What follows belongs to an exercise in optimizing a design on an open flow for small area, a short achievable clock period and few clock cycles per item; a production flow would make more cautious choices. Only simulation tests tie the RTL to the original design; equivalence was not proved.

==> flow/design.v, too long to show whole: its modules and the start of the top module <==
// module aes_sbox: 141 lines
// module g_xor2: 3 lines
// module g_xnor2: 3 lines
// module g_nand2: 3 lines
// module g_nor2: 3 lines
// module g_inv: 3 lines
// module g_a22o: 3 lines
// module g_a222oi: 4 lines
// module aes_engine: 1911 lines
module aes_engine (
    input  wire         clk,
    input  wire         rst,
    input  wire         in_valid,
    output wire         in_ready,
    input  wire         in_aes256,
    input  wire [255:0] in_key,
    input  wire [127:0] in_block,
    output reg          out_valid,
    output wire [127:0] out_block
);
  // ...
==> flow/run.sh <==
#!/bin/bash
# synth_recipe.tcl (not shown) runs the flow's synth.tcl, then flattens the netlist and writes it again
# the make line also repeats each setting of config.mk as NAME=value (left out here)
make -C /OpenROAD-flow-scripts/flow DESIGN_CONFIG=/design/flow/config.mk WORK_HOME=/design/flow/orfs CLKGATE_MAP_FILE= SYNTH_SCRIPT=/design/flow/synth_recipe.tcl finish
==> flow/config.mk <==
export PLATFORM = sky130hd
export DESIGN_NAME = aes_engine
export DESIGN_NICKNAME = aes_engine
export VERILOG_FILES = /design/flow/design.v
export SDC_FILE = /design/flow/constraint.sdc
export NUM_CORES = 4
export LEC_CHECK = 0
export CAP_MARGIN = 20
export CORE_MARGIN = 2
export CORE_UTILIZATION = 40
export SLEW_MARGIN = 20
export SYNTH_HIERARCHICAL = 1
==> flow/constraint.sdc <==
create_clock -name core_clock -period 8.0 [get_ports {clk}]
set_input_delay 1.6000 -clock core_clock [delete_from_list [all_inputs] [get_ports {clk}]]
set_output_delay 1.6000 -clock core_clock [all_outputs]
set_load 0.01 [all_outputs]
==> flow_summary.toml, run 1 <==
[critical_path]
rr_worst_depth = 23
worstSetupStartpointType = "flop"
critPathMaxStageDelay_ns = 0.52
worstPathArrival_ns = 8.03

[clock_tree]
numCtsBuffers = 53
clock_latency_ns = 0.69
path_clk_slew_ns = 0.06

[yosys]
synth.most_common_cell = "xor2_1"
synth_common_cells = "xor2_1 (2362), nand2_1 (734), xnor2_1 (596), a22o_1 (416), dfxtp_1 (400)"
ys.flop_type = "dfxtp_1"
synth-compound-area-share_pct = 11.8
yosys.area_share.simple_pct = 7.59
syn_area_mm2 = 0.0422
muxShareOfSynthArea_pct = 0.0237

[run_status]
status = "complete, no violations"

[worst_hold_path]
worstHoldPathType = "flop to flop"
hold_depth = 1

[timing]
fin_crit_sh_pct = 93.8
fin_setup_tns_ns = 0
setup_viol_count_final = 0
period_minus_slack_ns = 7.50

[layout]
seq_cells = 401
num-fill-cells = 10100
clk_share_pct = 3.71
area_growth_pct = 22.5

[routing]
ant_nets = 0
first_iter_violations = 4426
drcViolationCount = 0

[global_route]
gr-total-overflow = 0

[placement]
routabilityCongestion = 1.02
Testbench counts, summed over its fixed seeds: cycles 6,676, blocks 512.
==> run 2: changes to the inputs <==
--- a/flow/config.mk
+++ b/flow/config.mk
@@ -8,5 +8,6 @@
 export CAP_MARGIN = 20
 export CORE_MARGIN = 2
-export CORE_UTILIZATION = 40
+export CORE_UTILIZATION = 60
+export SETUP_SLACK_MARGIN = 3.0
 export SLEW_MARGIN = 20
 export SYNTH_HIERARCHICAL = 1
==> run 2 against run 1 <==
  * The run now fails in clock tree synthesis (4_1_cts)
  * Synthesized cell count did not move
  * Area after synthesis did not move
==> flow_summary.toml, run 2 <==
[yosys]
synth.most_common_cell = "xor2_1"
ys_warn_count = 7
synth_top_area_cell = "xor2_1"
synth_area_leaders = "xor2_1 (49%), dfxtp_1 (19%), xnor2_1 (12%), a22o_1 (8.6%), nand2_1 (6.5%)"
ys_types = 23
synthCells = 4765
syn_area_mm2 = 0.0422
ys_seq_elements = 401
syn_area_per_cell_um2 = 8.86
synth_common_cells = "xor2_1 (2362), nand2_1 (734), xnor2_1 (596), a22o_1 (416), dfxtp_1 (400)"
synth-edff-count = 1
ys_seq_area_share_pct = 19.0
synth_top_area_share_pct = 49.0
ys.flop_type = "dfxtp_1"
async_reset_ff_share_pct = 0
synthesis.nets = 5155

[placement]
place_area_mm2 = 0.0502
routabilityCongestion = 1.05
dp_hpwl_mm = 128
preCtsSetupSlack_ns = 1.10
io_buffers = 517

[floorplanning]
ios = 518
die-width_um = 269
rows = 97
start_util_pct = 60.5
die_h_um = 269

[clock_tree]
postCtsSetupBuffers = 871
cts_max_path_buffers = 3
numCtsBuffers = 49
cts.sinks = 401
ctsHoldBuffers = 0
cts_resized = 2123
htreeDepth = 2
cts_root_buf = "clkbuf_16"

[run_status]
failed_stage = "clock tree synthesis (4_1_cts)"
stop_error = "[ERROR DPL-0038] Utilization greater than 100%, impossible to legalize"
status = "did not finish"
-- run 2: how the worst max path moves through the flow --
stage / from / end / slack, ns
detailed placement: state[9]$_DFF_P_ / state[73]$_DFF_P_ / 1.10
floorplan: state[57]$_DFF_P_ / state[34]$_DFF_P_ / 2.44
global placement: state[47]$_DFF_P_ / state[107]$_DFF_P_ / 0.94
-- run 2: modules after synthesis (local to each module, per instance), a selection --
module      flip-flops and latches  copies in the design  cells inside
aes_engine                     401                     1           461
g_a222oi                         0                   128             1
g_a22o                           0                   416             1
g_xnor2                          0                   592             1
g_xor2                           0                  2360             1
g_nand2                          0                   728             1
g_nor2                           0                    80             1
-- run 2: cell families after synthesis --
family | after synthesis | share of synthesized area (%)
AND/OR/NAND/NOR | 843 | 7.59
AO/OA/AOI/OAI | 552 | 11.8
XOR/XNOR | 2958 | 61.4
flip-flops | 401 | 19.0
multiplexers | 1 | 0.0237
adder cells (fa/ha/maj) | 2 | 0.0593
buffers and inverters | 8 | 0.0800
-- run 2: stage by stage --
step,std cells,util (%)
2_1_floorplan,4765,-
3_3_place_gp,6256,72.0
3_5_place_dp,6256,72.0

[what the ideal ports hide]
Ports are ideal in the flow. The routed layout listed here was re-timed in OpenROAD.
Step 1 sets driving cells, clkbuf_16 on the clock port and buf_2 on the other inputs (assumed; they add their load-dependent delay and slew).
Step 2, shift: input delay + t, output delay - t, t = (earliest + latest rising clock arrival at the registers) / 2. This alone moves slack from input paths to output paths.
Slacks: no drivers / after step 1 / after step 2; pairs: no drivers / after step 1.
run: run 1
t, ns: 0.736
setup slack, ns: 0.496 / 0.496 / 0.496
hold slack, ns: 0.355 / 0.355 / 0.355
After both steps run 1 still meets setup and hold. For run 1, drivers alone change the setup slack by 0.000 ns; drivers and shift together by 0.000 ns.
